Context: an optimization exercise on an open-source flow, tuned for small area, a short achievable clock period and few clock cycles. The choices shown serve that exercise and are no tape-out recipe. RTL that was checked went through simulation tests only; none was proved equivalent to the original.

Setup of main:
## gz_cmac
module gz_cmac (
    input  wire         clk,
    input  wire         rst,         
    input  wire         start,       
    input  wire [127:0] key,         
    output wire         idle,
    input  wire         in_valid,
    output wire         in_ready,
    input  wire [127:0] in_data,     
    input  wire         in_last,
    input  wire [4:0]   in_bytes,    
    output reg          tag_valid,
    output wire [127:0] tag
);
Size in the first run: ~520 flip-flops, roughly 400 I/O pins.
export LEC_CHECK = 0
export CAP_MARGIN = 20
export CORE_MARGIN = 2
export CORE_UTILIZATION = 25
export PLACE_DENSITY = 0.45
export SLEW_MARGIN = 20
create_clock -name core_clock -period 10.0 [get_ports {clk}]
standard.sh (not shown) runs the stock make flow with config.mk's settings and CLKGATE_MAP_FILE= SYNTH_SCRIPT=/design/flow/synth_recipe.tcl, a recipe that flattens the netlist after the stock synthesis.
==> flow/flow/run.sh <==
#!/bin/bash
# Own flow: the standard layout (standard.sh), except that synthesis maps
# the logic with an area-oriented ABC script (flow/abc_map.script) instead of
# ORFS's delay script, which restructures the XOR networks of the S-boxes
# into much larger logic. Everything else, registers included, is the
# standard synthesis; placement, CTS and routing are standard.sh's.
set -euo pipefail
W=$PWD
ABC_SCRIPT=$W/flow/abc_map.script
cat > $W/own_synth.tcl <<EOS
proc abc {args} {
  set i [lsearch \$args -script]
  if {\$i >= 0} { lset args [expr {\$i + 1}] $ABC_SCRIPT }
  yosys abc {*}\$args
}
source $W/synth_recipe.tcl
EOS
sed "s|$W/synth_recipe.tcl|$W/own_synth.tcl|g" $W/standard.sh > $W/own_standard.sh
grep -q own_synth.tcl $W/own_standard.sh
bash $W/own_standard.sh synth > $W/synth.log 2>&1
bash $W/own_standard.sh > $W/layout.log 2>&1
==> flow/flow/abc_map.script <==
strash
dch
map -a
topo
buffer -c
upsize -c
dnsize -c
stime -c
main: done, clean on timing, DRC and antenna
Input changes introduced in the feature branch (baseline for comparison: main):
# main
export LEC_CHECK = 0
export CAP_MARGIN = 20
export CORE_MARGIN = 2
export CORE_UTILIZATION = 25
export PLACE_DENSITY = 0.45
export SLEW_MARGIN = 20
create_clock -name core_clock -period 10.0 [get_ports {clk}]
# the feature branch
export LEC_CHECK = 0
export CAP_MARGIN = 20
export CORE_MARGIN = 2
export CORE_UTILIZATION = 25
export PLACE_DENSITY = 0.45
export SETUP_SLACK_MARGIN = 3
export SLEW_MARGIN = 20
create_clock -name core_clock -period 10.0 [get_ports {clk}]
==> comparison <==
Every stage of the flow completed for the feature branch, and the final layout passed the timing, DRC and antenna checks. In the feature branch, the minimum clock period came out 1.22 ns below the value in main. | area growth from synthesis to layout | the feature branch vs main | 5.2 points higher |. The feature branch vs main — final routed wire length divided by cell count climbed slightly. Compared with main, in the feature branch design area up about 4.4%; final critical-path setup slack up 1.22 ns.
No run of this note included a check of the RTL's function; only the layout flow was run.

========
== the reference run ==
Another version of the RTL of gz_cmac (not shown whole).
Size: roughly 6000 cells after synthesis, about 520 flip-flops, roughly 400 I/O pins, roughly 56000 sq um of cells after synthesis.
clock: 10.0 ns
lec_check: 0
cap_margin: 20
core_margin: 2
core_utilization: 40
place_density: 0.55
setup_slack_margin: 4
slew_margin: 20
==> flow/flow/run.sh <==
#!/bin/bash
# Own flow: the standard layout (standard.sh), except that synthesis maps
# the logic with an area-oriented ABC script (flow/abc_map.script) instead of
# ORFS's delay script, which restructures the XOR networks of the S-boxes
# into much larger logic. Everything else, registers included, is the
# standard synthesis; placement, CTS and routing are standard.sh's.
set -euo pipefail
W=$PWD
ABC_SCRIPT=$W/flow/abc_map.script
cat > $W/own_synth.tcl <<EOS
proc abc {args} {
  set i [lsearch \$args -script]
  if {\$i >= 0} { lset args [expr {\$i + 1}] $ABC_SCRIPT }
  foreach c {xor3_1 xor3_2 xor3_4 xnor3_1 xnor3_2 xnor3_4} {
    lappend args -dont_use sky130_fd_sc_hd__\$c
  }
  yosys abc {*}\$args
}
source $W/synth_recipe.tcl
EOS
sed "s|$W/synth_recipe.tcl|$W/own_synth.tcl|g" $W/standard.sh > $W/own_standard.sh
grep -q own_synth.tcl $W/own_standard.sh
bash $W/own_standard.sh synth > $W/synth.log 2>&1
bash $W/own_standard.sh > $W/layout.log 2>&1
==> flow/flow/abc_map.script <==
&get -n
&st
&dch
&nf
&put
Testbench counts of the reference run, summed over its fixed seeds: cycles 27,193.
Input-level comparison between the trial run and the reference run:
--- a/flow/flow/run.sh
+++ b/flow/flow/run.sh
@@ -4,5 +4,6 @@
 # ORFS's delay script, which restructures the XOR networks of the S-boxes
 # into much larger logic. Everything else, registers included, is the
-# standard synthesis; placement, CTS and routing are standard.sh's.
+# standard synthesis; placement, CTS and routing are standard.sh's, with
+# plain buffers on the ports.
 set -euo pipefail
 W=$PWD
@@ -22,3 +23,5 @@
 grep -q own_synth.tcl $W/own_standard.sh
 bash $W/own_standard.sh synth > $W/synth.log 2>&1
-bash $W/own_standard.sh > $W/layout.log 2>&1
+# The ports' buffers are the platform's plain buf_1 instead of the buffer
+# buffer_ports picks on its own (clkdlybuf4s50_1, a slow delay cell).
+bash $W/own_standard.sh "BUFFER_PORTS_ARGS=-buffer_cell sky130_fd_sc_hd__buf_1" finish > $W/layout.log 2>&1
Notes after the runs:
The trial run: full flow OK, the timing, DRC and antenna checks passed. On die footprint, the reference run tracks the trial run almost exactly. Count of nets after finishing ended up 32 lower on the trial run than on the reference run. The trial run against the reference run: number of clock-tree buffers in the layout went down; critical path depth went up; number of standard cells in the final layout excluding fillers fell by 29; worst setup slack moved down; via count neither gained nor lost much. Taking the reference run as the reference, in the trial run sequential share of layout area rose by 0.85 points; global-route wire length before repair saw a decrease.

========
gz_cmac, a different RTL version from the one above (not shown whole).
Size in the first run: about 400 I/O pins, roughly 0.048 mm^2 of cells after synthesis.
==> flow/design.v (excerpt) <==
module gz_cmac (
    input  wire         clk,
    input  wire         rst,         
    input  wire         start,       
    input  wire [127:0] key,         
    output wire         idle,
    input  wire         in_valid,
    output wire         in_ready,
    input  wire [127:0] in_data,     
    input  wire         in_last,
    input  wire [4:0]   in_bytes,    
    output reg          tag_valid,
    output wire [127:0] tag
);
export LEC_CHECK = 0
export CAP_MARGIN = 20
export CORE_MARGIN = 2
export CORE_UTILIZATION = 45
export GPL_TIMING_DRIVEN = 0
export PLACE_DENSITY = 0.6
export SETUP_SLACK_MARGIN = 4
export SLEW_MARGIN = 20
create_clock -name core_clock -period 10.0 [get_ports {clk}]
==> flow/flow/run.sh <==
#!/bin/bash
# Own flow: the standard layout (standard.sh), except that synthesis maps
# the logic with an area-oriented ABC script (flow/abc_map.script) instead of
# ORFS's delay script, which restructures the XOR networks of the S-boxes
# into much larger logic; 3-input XOR cells are left out of the mapping
# (two 2-input ones are smaller). Everything else, registers included, is the
# standard synthesis; placement, CTS and routing are standard.sh's, with
# plain buffers on the ports.
set -euo pipefail
W=$PWD
ABC_SCRIPT=$W/flow/abc_map.script
cat > $W/own_synth.tcl <<EOS
proc abc {args} {
  set i [lsearch \$args -script]
  if {\$i >= 0} { lset args [expr {\$i + 1}] $ABC_SCRIPT }
  foreach c {xor3_1 xor3_2 xor3_4 xnor3_1 xnor3_2 xnor3_4} {
    lappend args -dont_use sky130_fd_sc_hd__\$c
  }
  yosys abc {*}\$args
}
source $W/synth_recipe.tcl
EOS
sed "s|$W/synth_recipe.tcl|$W/own_synth.tcl|g" $W/standard.sh > $W/own_standard.sh
grep -q own_synth.tcl $W/own_standard.sh
bash $W/own_standard.sh synth > $W/synth.log 2>&1
# The ports' buffers are the platform's plain buf_1 instead of the buffer
# buffer_ports picks on its own (clkdlybuf4s50_1, a slow delay cell).
bash $W/own_standard.sh "BUFFER_PORTS_ARGS=-buffer_cell sky130_fd_sc_hd__buf_1" finish > $W/layout.log 2>&1
==> flow/flow/abc_map.script <==
&get -n
&st
&dch -f
&nf -R 1000
&put
Testbench counts at the start, summed over its fixed seeds: cycles 27,258.
Edit:
--- a/flow/flow/run.sh
+++ b/flow/flow/run.sh
@@ -5,2 +5 @@
-# into much larger logic; 3-input XOR cells are left out of the mapping
-# (two 2-input ones are smaller). Everything else, registers included, is the
+# into much larger logic. Everything else, registers included, is the
- GPL_TIMING_DRIVEN: 0 -> not set
- PLACE_DENSITY: 0.6 -> 0.75
Outcome: Worst hold slack hardly moves. Register-to-register slack is worse by 0.12 ns. Die area is unchanged. Design area drops by 2.6%.
Edit:
- CORE_UTILIZATION: 45 -> 40
- PLACE_DENSITY: 0.75 -> 0.55
- cell area rises by about 1.3%
- cell count rises by about 3.2%
- sequential share of layout area falls by 0.25 points
- global-route usage falls by 2.1 points
- count of clock-buffer cells in the layout rises by 5
- core utilization falls by 6.1 points
- critical path depth falls by 2
Edit:
--- a/flow/flow/run.sh
+++ b/flow/flow/run.sh
@@ -5 +5,2 @@
-# into much larger logic. Everything else, registers included, is the
+# into much larger logic; 3-input XOR cells are left out of the mapping
+# (two 2-input ones are smaller). Everything else, registers included, is the
- CORE_UTILIZATION: 40 -> 45
- PLACE_DENSITY: 0.55 -> 0.6
Effect: Clock-buffer cell count went down by 16; worst hold slack gets better by 0.010 ns; wire length fell by 4.6%.
Edit:
- GPL_ROUTABILITY_DRIVEN: not set -> 0
Effect:
- The changed run completed without violations
- via count went up by 1.0%
- final cell count is higher by 0.32%
- worst setup slack loses 0.071 ns
- utilization increases by 0.34 points
- synthesized cell count does not change
- design area climbs by 0.59%
- area after synthesis is unchanged

========
Setup of v33:
Another version of the RTL of gz_cmac (not shown whole).
Size in the first run: about 6100 cells after synthesis, about 520 flip-flops, ~400 I/O pins.
==> flow/config.mk <==
export PLATFORM = sky130hd
export DESIGN_NAME = gz_cmac
export DESIGN_NICKNAME = gz_cmac
export VERILOG_FILES = /design/flow/design.v
export SDC_FILE = /design/flow/constraint.sdc
export NUM_CORES = 8
export LEC_CHECK = 0
export CAP_MARGIN = 20
export CORE_MARGIN = 2
export CORE_UTILIZATION = 25
export PLACE_DENSITY = 0.45
export SETUP_SLACK_MARGIN = 4
export SLEW_MARGIN = 20
==> flow/constraint.sdc <==
create_clock -name core_clock -period 10.0 [get_ports {clk}]
set_input_delay 2.0000 -clock core_clock [delete_from_list [all_inputs] [get_ports {clk}]]
set_output_delay 2.0000 -clock core_clock [all_outputs]
set_load 0.01 [all_outputs]
==> flow/flow/run.sh <==
#!/bin/bash
# Own flow: the standard layout (standard.sh), except that synthesis maps
# the logic with an area-oriented ABC script (flow/abc_map.script) instead of
# ORFS's delay script, which restructures the XOR networks of the S-boxes
# into much larger logic. Everything else, registers included, is the
# standard synthesis; placement, CTS and routing are standard.sh's.
set -euo pipefail
W=$PWD
ABC_SCRIPT=$W/flow/abc_map.script
cat > $W/own_synth.tcl <<EOS
proc abc {args} {
  set i [lsearch \$args -script]
  if {\$i >= 0} { lset args [expr {\$i + 1}] $ABC_SCRIPT }
  foreach c {xor3_1 xor3_2 xor3_4 xnor3_1 xnor3_2 xnor3_4} {
    lappend args -dont_use sky130_fd_sc_hd__\$c
  }
  yosys abc {*}\$args
}
source $W/synth_recipe.tcl
EOS
sed "s|$W/synth_recipe.tcl|$W/own_synth.tcl|g" $W/standard.sh > $W/own_standard.sh
grep -q own_synth.tcl $W/own_standard.sh
bash $W/own_standard.sh synth > $W/synth.log 2>&1
bash $W/own_standard.sh > $W/layout.log 2>&1
==> flow/flow/abc_map.script <==
&get -n
&st
&dch
&nf
&put
The inputs of v55 differ from those of v33 as listed below.
-- flow/flow/run.sh --
<<< v33, line 13
  if {\$i >= 0} { lset args [expr {\$i + 1}] $ABC_SCRIPT }
  foreach c {xor3_1 xor3_2 xor3_4 xnor3_1 xnor3_2 xnor3_4} {
    lappend args -dont_use sky130_fd_sc_hd__\$c
  }
  yosys abc {*}\$args
>>> v55, line 13
  if {\$i >= 0} { lset args [expr {\$i + 1}] $ABC_SCRIPT }
  yosys abc {*}\$args
==> flow/flow/abc_map.script <==
strash
dch
map -a
topo
buffer -c
upsize -c
dnsize -c
stime -c
-- flow/config.mk --
<<< v33, line 11
export PLACE_DENSITY = 0.45
export SETUP_SLACK_MARGIN = 4
export SLEW_MARGIN = 20
>>> v55, line 11
export PLACE_DENSITY = 0.45
export SETUP_SLACK_MARGIN = 5
export SLEW_MARGIN = 20
==> run notes <==
On v55: die width is 2.0% higher than what v33 gave. Re post-route clock period utilization: v33 was higher than v55. Changes observed in v55 relative to v33: area of the die has increased, non-clock buffer count has increased. Setup WNS v33 -> v55: better. Changes observed in v55 relative to v33: length of the first detailed-routing pass in iterations went down. Relative to v33, design area increased by 20% in v55. v55 vs. v33: final critical-path required period now sits lower.
The inputs of v45 differ from those of v55 as listed below.
-- flow/config.mk --
<<< v55, line 11
export PLACE_DENSITY = 0.45
export SETUP_SLACK_MARGIN = 5
export SLEW_MARGIN = 20
>>> v45, line 11
export PLACE_DENSITY = 0.45
export SETUP_SLACK_MARGIN = 4
export SLEW_MARGIN = 20
## What came out
Result for v55 and v45: all clean. Between v45 and v55, it is v45 whose transition at the pin with the smallest max-transition slack is higher, by 0.027 ns. On number of multi-input combinational cells in the layout, v55 tracks v45 almost exactly. Taking v55 as the reference point, the setup slack of v45 falls by 0.17 ns. In the tables for v55 and v45, routed wire length per instance reads lower with v45. Diff v55 -> v45 | layout overhead on the synthesized area | decrease of 26 points. v55 → v45: maximum number of pins on one net before global-route repair moved down; global-route wire length before repair decreased by about 8% relative to the old numbers; non-clock buffer share of cell area lower. v45 vs v55: period utilization up in v45.
Function was not checked in any run of this note: the RTL went through the layout flow alone.

port drivers added, routing unchanged:
No port has a modelled driver above. Below, the same layouts with a new extraction and two added sets of constraints. Step 1: set_driving_cell puts a clkbuf_16 on clk and a buf_2 on each other input, an assumption about the parent block. Step 2 also shifts input and output timing later by t, the mid clock arrival at the registers, as if the neighbouring blocks saw the same clock. Three values: no drivers, after step 1, after step 2; two values: the first two.
| run | shift t [ns] | slack for setup (ns) | worst hold slack (ns) | worst setup path after step 2 | latest minus earliest clock arrival (ns) |
|---|---|---|---|---|---|
| main | 0.772 | 1.962 / 1.962 / 1.962 | 0.516 / 0.516 / 0.516 | register to register | 0.059 / 0.059 |
| the feature branch | 0.768 | 3.183 / 3.244 / 2.477 | 0.538 / 0.538 / 0.538 | input to register | 0.033 / 0.033 |
| the reference run | 0.732 | 4.056 / 3.973 / 3.551 | 0.508 / 0.508 / 0.508 | input to register | 0.027 / 0.027 |
| the trial run | 0.760 | 4.052 / 4.052 / 3.548 | 0.511 / 0.511 / 0.511 | input to register | 0.053 / 0.053 |
| the first run of note 3 | 0.715 | 4.054 / 4.054 / 3.718 | 0.476 / 0.476 / 0.476 | input to register | 0.032 / 0.032 |
| the second run of note 3 | 0.752 | 3.934 / 3.934 / 3.325 | 0.474 / 0.474 / 0.474 | input to register | 0.038 / 0.039 |
| the third run of note 3 | 0.712 | 4.109 / 4.109 / 3.588 | 0.466 / 0.466 / 0.466 | input to register | 0.035 / 0.035 |
| the fourth run of note 3 | 0.756 | 4.131 / 4.131 / 3.569 | 0.476 / 0.476 / 0.476 | input to register | 0.020 / 0.019 |
| the fifth run of note 3 | 0.714 | 4.060 / 4.060 / 3.951 | 0.478 / 0.478 / 0.478 | input to register | 0.029 / 0.029 |
| v33 | 0.784 | 4.095 / 4.095 / 3.534 | 0.510 / 0.510 / 0.510 | input to register | 0.047 / 0.046 |
| v55 | 0.774 | 4.253 / 4.253 / 3.948 | 0.523 / 0.523 / 0.523 | input to register | 0.039 / 0.039 |
| v45 | 0.782 | 4.085 / 4.105 / 3.366 | 0.503 / 0.503 / 0.503 | input to register | 0.075 / 0.074 |
After both steps every run listed still meets setup and hold. For v45, which loses most, drivers alone change the setup slack by +0.020 ns; drivers and shift together by -0.719 ns.
